From an optimization exercise on the open Yosys and OpenROAD flow, aimed at small area; shortcuts taken in it are not production practice. In this exercise RTL edits were held to simulation tests only and were not proved equivalent to the original. Power figures rest on the tool's default switching activity, not on a simulated workload.

delta:
==> module rca, before the edit <==
module rca #(
    parameter N = 8
) (
    input  wire [N-1:0] a,
    input  wire [N-1:0] b,
    input  wire         ci,
    output wire [N-1:0] s,
    output wire         co
);
    wire [N:0] c;
    assign c[0] = ci;
    genvar i;
    generate
        for (i = 0; i < N; i = i + 1) begin : g_bit
            assign s[i]   = a[i] ^ b[i] ^ c[i];
            assign c[i+1] = (a[i] & b[i]) | (c[i] & (a[i] ^ b[i]));
        end
    endgenerate
    assign co = c[N];
endmodule
clock: 180.0 ns
lec_check: 0
abc_area: 1
cap_margin: 20
core_margin: 2
core_utilization: 50
cts_cluster_diameter: 120
cts_cluster_size: 20
place_density: 0.65
slew_margin: 20
synth_memory_max_bits: 100000
standard.sh (not shown) runs the stock make flow with config.mk's settings and CLKGATE_MAP_FILE= SYNTH_SCRIPT=/design/flow/synth_recipe.tcl, a recipe that flattens the netlist after the stock synthesis.
==> flow/flow/run.sh <==
#!/bin/bash
# The standard layout (standard.sh), with two changes to what it places:
# the port buffers are the smallest buffer cell, and clock tree synthesis
# adds no dummy loads. Each tool's output goes to standard.log and the
# ORFS logs under orfs/logs.
set -euo pipefail
export BUFFER_PORTS_ARGS="-buffer_cell sky130_fd_sc_hd__buf_1"
export CTS_ARGS="-sink_clustering_enable -repair_clock_nets -sink_clustering_size 20 -sink_clustering_max_diameter 120 -dont_use_dummy_load"
bash standard.sh > standard.log 2>&1
[inputs] beta vs delta
--- a/flow/design.v
+++ b/flow/design.v
@@ -153,7 +153,7 @@
     generate
         for (i = 0; i < N; i = i + 1) begin : g_bit
             assign s[i]   = a[i] ^ b[i] ^ c[i];
-            assign c[i+1] = (a[i] & b[i]) | (c[i] & (a[i] ^ b[i]));
+            assign c[i+1] = (a[i] & b[i]) | (a[i] & c[i]) | (b[i] & c[i]);
         end
     endgenerate
     assign co = c[N];
Findings:
beta: global router's overall resource usage 0.87 points above delta
beta ends up with lower layout-stage area growth over the synthesis result than delta does.
As far as number of nets with antenna violations after routing goes, delta and beta are indistinguishable; the numbers are identical.
Average wire per cell in the routed design sits higher in beta than in delta.
On synthesized instance count, delta tracks beta almost exactly.
In the tables for beta and delta, multi-input gate count reads higher with beta.
Power essentially unchanged between delta and beta.

* * *

## TR
Another version of the RTL of sd_input (not shown whole).
Size in the first run: roughly 1000 flip-flops, about 0.054 mm² of cells after synthesis.
export LEC_CHECK = 0
export ABC_AREA = 1
export CAP_MARGIN = 20
export CORE_MARGIN = 2
export CORE_UTILIZATION = 50
export CTS_CLUSTER_DIAMETER = 120
export CTS_CLUSTER_SIZE = 20
export PLACE_DENSITY = 0.65
export SLEW_MARGIN = 20
export SYNTH_MEMORY_MAX_BITS = 100000
create_clock -name core_clock -period 180.0 [get_ports {clk}]
Scripts as last shown in full above: flow/flow/run.sh
### TR -> PW
--- a/flow/design.v
+++ b/flow/design.v
@@ -5,32 +5,29 @@
     parameter W3  = 25,
     parameter DW  = 24,                 
     parameter NS  = 4,                  
     parameter NA  = 7,                  
     parameter PA  = 3,                  
     parameter NE  = 8,                  
-    parameter EZ  = 0,                  
-    parameter EB  = 1                   
+    parameter EZ  = 0                   
 ) (
     input  wire          clk,
     input  wire          clr,           
     input  wire          edge_in,       
     input  wire          d,
     input  wire          xr,            
     input  wire          x2r,
     input  wire          x3r,
     input  wire [DW:0]   r3,            
     input  wire          zero,          
     input  wire [NE-1:0] e_init,        
-    input  wire [NE-1:0] e1_init,       
-    input  wire [DW:0]   g0,            
     input  wire [3:0]    ph,            
     input  wire          hold_d,        
     output wire [23:0]   result         
 );
-    localparam NB = (EB != 0) ? NE / NS : 0;    
+    localparam NB = NE / NS;            
     reg  [W1-1:0] i1;
     reg  [W2-1:0] i2;
     reg  [W3-1:0] i3;
     wire dd = edge_in & d;
     wire [W1-1:0] cpart = (x2r ? 3 : 0) - (xr ? 3 : 0) - (x3r ? 1 : 0);
     wire [W1-1:0] u;
@@ -53,13 +50,13 @@
     end
     reg  [DW-1:0] rem;
     reg  [24:0]   a;
     reg  [NE-1:0] e;
     wire phA0 = (ph == 4'd0);
     wire phA  = (ph < NA);
-    wire zb   = zero & (EZ == 0) & (EB != 0);   
+    wire zb   = zero & (EZ == 0);       
     wire phB0 = zb | (ph == NA);
     wire phB  = zb | ((ph >= NA) && (ph < NA + NB));
     reg  [DW-1:0] rin;
     reg  [NS-1:0] bin;
     integer m;
     always @(*) begin
@@ -106,26 +103,15 @@
             e <= e_init;
         else if (phB0)
             e <= {(zb ? {(NE-NS){1'b0}} : rem[NE-NS-1:0]), qs};
         else if (phB)
             e <= {e[NE-NS-1:0], qs};
     end
-    reg  cbit;
-    wire [DW:0] rem_x = rem;
-    wire [DW:0] g_d;
-    wire        g_ge;
-    rca #(DW + 1) g_sub (.a(rem_x), .b(~g0), .ci(1'b1), .s(g_d), .co(g_ge));
-    always @(posedge clk)
-        if (zero)
-            cbit <= 1'b0;
-        else if (ph == NA)
-            cbit <= g_ge;
-    wire [NE-1:0] e_out = (EB != 0) ? e : (cbit ? e1_init : e_init);
     wire [24:0] ae;
     wire        ae_co;
-    rca #(25) o_add (.a(a), .b(hold_d ? {{(25-NE){1'b0}}, e_out} : 25'd0), .ci(1'b1),
+    rca #(25) o_add (.a(a), .b(hold_d ? {{(25-NE){1'b0}}, e} : 25'd0), .ci(1'b1),
                      .s(ae), .co(ae_co));
     wire [24:0] q = {ae_co, ae[24:1]};
     assign result = q[24] ? 24'h7FFFFF : {~q[23], q[22:0]};
 endmodule
 module rca #(
     parameter N = 8
@@ -489,35 +475,12 @@
             6'd29: prot_e0 = 15'd1375;
             6'd30: prot_e0 = 15'd1242;
             6'd31: prot_e0 = 15'd1126;
             default: prot_e0 = 15'd1024;
         endcase
     end
-    reg  [14:0] prot_e1;
-    reg  [15:0] prot_g0;
-    always @(*) begin
-        case (prot_r)
-            6'd16: begin prot_e1 = 15'd8193; prot_g0 = 16'd4096; end
-            6'd17: begin prot_e1 = 15'd6830; prot_g0 = 16'd1358; end
-            6'd18: begin prot_e1 = 15'd5754; prot_g0 = 16'd2896; end
-            6'd19: begin prot_e1 = 15'd4893; prot_g0 = 16'd6655; end
-            6'd20: begin prot_e1 = 15'd4195; prot_g0 = 16'd5568; end
-            6'd21: begin prot_e1 = 15'd3624; prot_g0 = 16'd7432; end
-            6'd22: begin prot_e1 = 15'd3152; prot_g0 = 16'd8064; end
-            6'd23: begin prot_e1 = 15'd2758; prot_g0 = 16'd2154; end
-            6'd24: begin prot_e1 = 15'd2428; prot_g0 = 16'd10240; end
-            6'd25: begin prot_e1 = 15'd2148; prot_g0 = 16'd8068; end
-            6'd26: begin prot_e1 = 15'd1910; prot_g0 = 16'd15728; end
-            6'd27: begin prot_e1 = 15'd1705; prot_g0 = 16'd5083; end
-            6'd28: begin prot_e1 = 15'd1529; prot_g0 = 16'd10176; end
-            6'd29: begin prot_e1 = 15'd1376; prot_g0 = 16'd4832; end
-            6'd30: begin prot_e1 = 15'd1243; prot_g0 = 16'd6568; end
-            6'd31: begin prot_e1 = 15'd1127; prot_g0 = 16'd20025; end
-            default: begin prot_e1 = 15'd1025; prot_g0 = 16'd32768; end
-        endcase
-    end
     wire [23:0] ctl_q, prot_q;
     wire        zero = clr;
     reg  [3:0]  ph;
     always @(posedge clk) begin
         if (clr)
             ph <= 4'd8;
@@ -527,21 +490,20 @@
             ph <= ph + 4'd1;
     end
     sinc3_filter #(.RW(9), .W1(11), .W2(18), .W3(25), .DW(24),
                    .NS(4), .NA(7), .PA(3), .NE(8)) u_ctl (
         .clk(clk), .clr(clr), .edge_in(edge0), .d(d),
         .xr(c_x1), .x2r(c_x2), .x3r(c_x3), .r3(ctl_r3),
-        .zero(zero), .e_init(8'd0), .e1_init(8'd0), .g0(25'd0), .ph(ph),
-        .hold_d(hist[0]),
+        .zero(zero), .e_init(8'd0), .ph(ph), .hold_d(hist[0]),
         .result(ctl_q)
     );
     sinc3_filter #(.RW(6), .W1(8), .W2(12), .W3(16), .DW(15),
-                   .NS(4), .NA(7), .PA(3), .NE(15), .EZ(1), .EB(0)) u_prot (
+                   .NS(5), .NA(5), .PA(0), .NE(15), .EZ(1)) u_prot (
         .clk(clk), .clr(clr), .edge_in(edge0), .d(d),
         .xr(p_x1), .x2r(p_x2), .x3r(p_x3), .r3(prot_r3),
-        .zero(zero), .e_init(prot_e0), .e1_init(prot_e1), .g0(prot_g0), .ph(ph),
+        .zero(zero), .e_init(prot_e0), .ph(ph),
         .hold_d(edge0 ? d : hist[0]), .result(prot_q)
     );
     wire [15:0] pp = prot_q[23:8];
     wire        nz = |prot_q[7:0];
     wire [16:0] d1, d2;
     wire [17:0] d1h, d2h;
Notes after the runs:
- The setup skew after layout of PW falls short of that of TR by 15 ps.
- Between PW and TR, the cell count does not differ in any meaningful way.
- From TR to PW the numbers moved as follows: wire length on met2 shrank by 4.4%, setup slack fell 650 ps, clock share of power now smaller.
- Number of antenna cells inserted (lower): PW
- PW: no failed stages, no open violations at the end
- Pin count of the biggest net entering global routing: PW vs TR up about 1%
- Route | PW vs TR | wire shorter in PW
- PW reports a lower proportion of power drawn by flip-flops and latches than TR does.
- | height of the chip | higher: PW |
- PW vs TR, sequential share of layout area went up by 0.32 points.
- Delta (PW minus TR): worst hold margin now sits higher; maximum clock rate now sits lower.

static timing again, ports no longer ideal:
The results above use ideal ports. As a check the final layouts listed here were re-extracted and re-timed, cells and wires unchanged.
Step 1, drivers: a clkbuf_16 drives clk and a buf_2 each remaining input, both assumed.
Step 2, shift: input delay + t, output delay - t, t = (earliest + latest rising clock arrival at the registers) / 2. This alone moves slack from input paths to output paths.
Slacks: no drivers / after step 1 / after step 2; pairs: no drivers / after step 1.
run | t, ns | setup WS [ns] | worst setup path after step 2 | pins driven straight from the clock port
delta | 0.707 | 95.066 / 95.064 / 94.357 | input to register | 1
beta | 0.695 | 96.239 / 96.281 / 95.586 | input to register | 1
TR | 0.740 | 95.418 / 95.428 / 94.688 | input to register | 1
PW | 0.729 | 94.764 / 94.816 / 94.087 | input to register | 1
After both steps every run listed still meets setup and hold. The setup slack of TR, which loses most, moves by +0.010 ns with the drivers and by -0.730 ns with both steps.
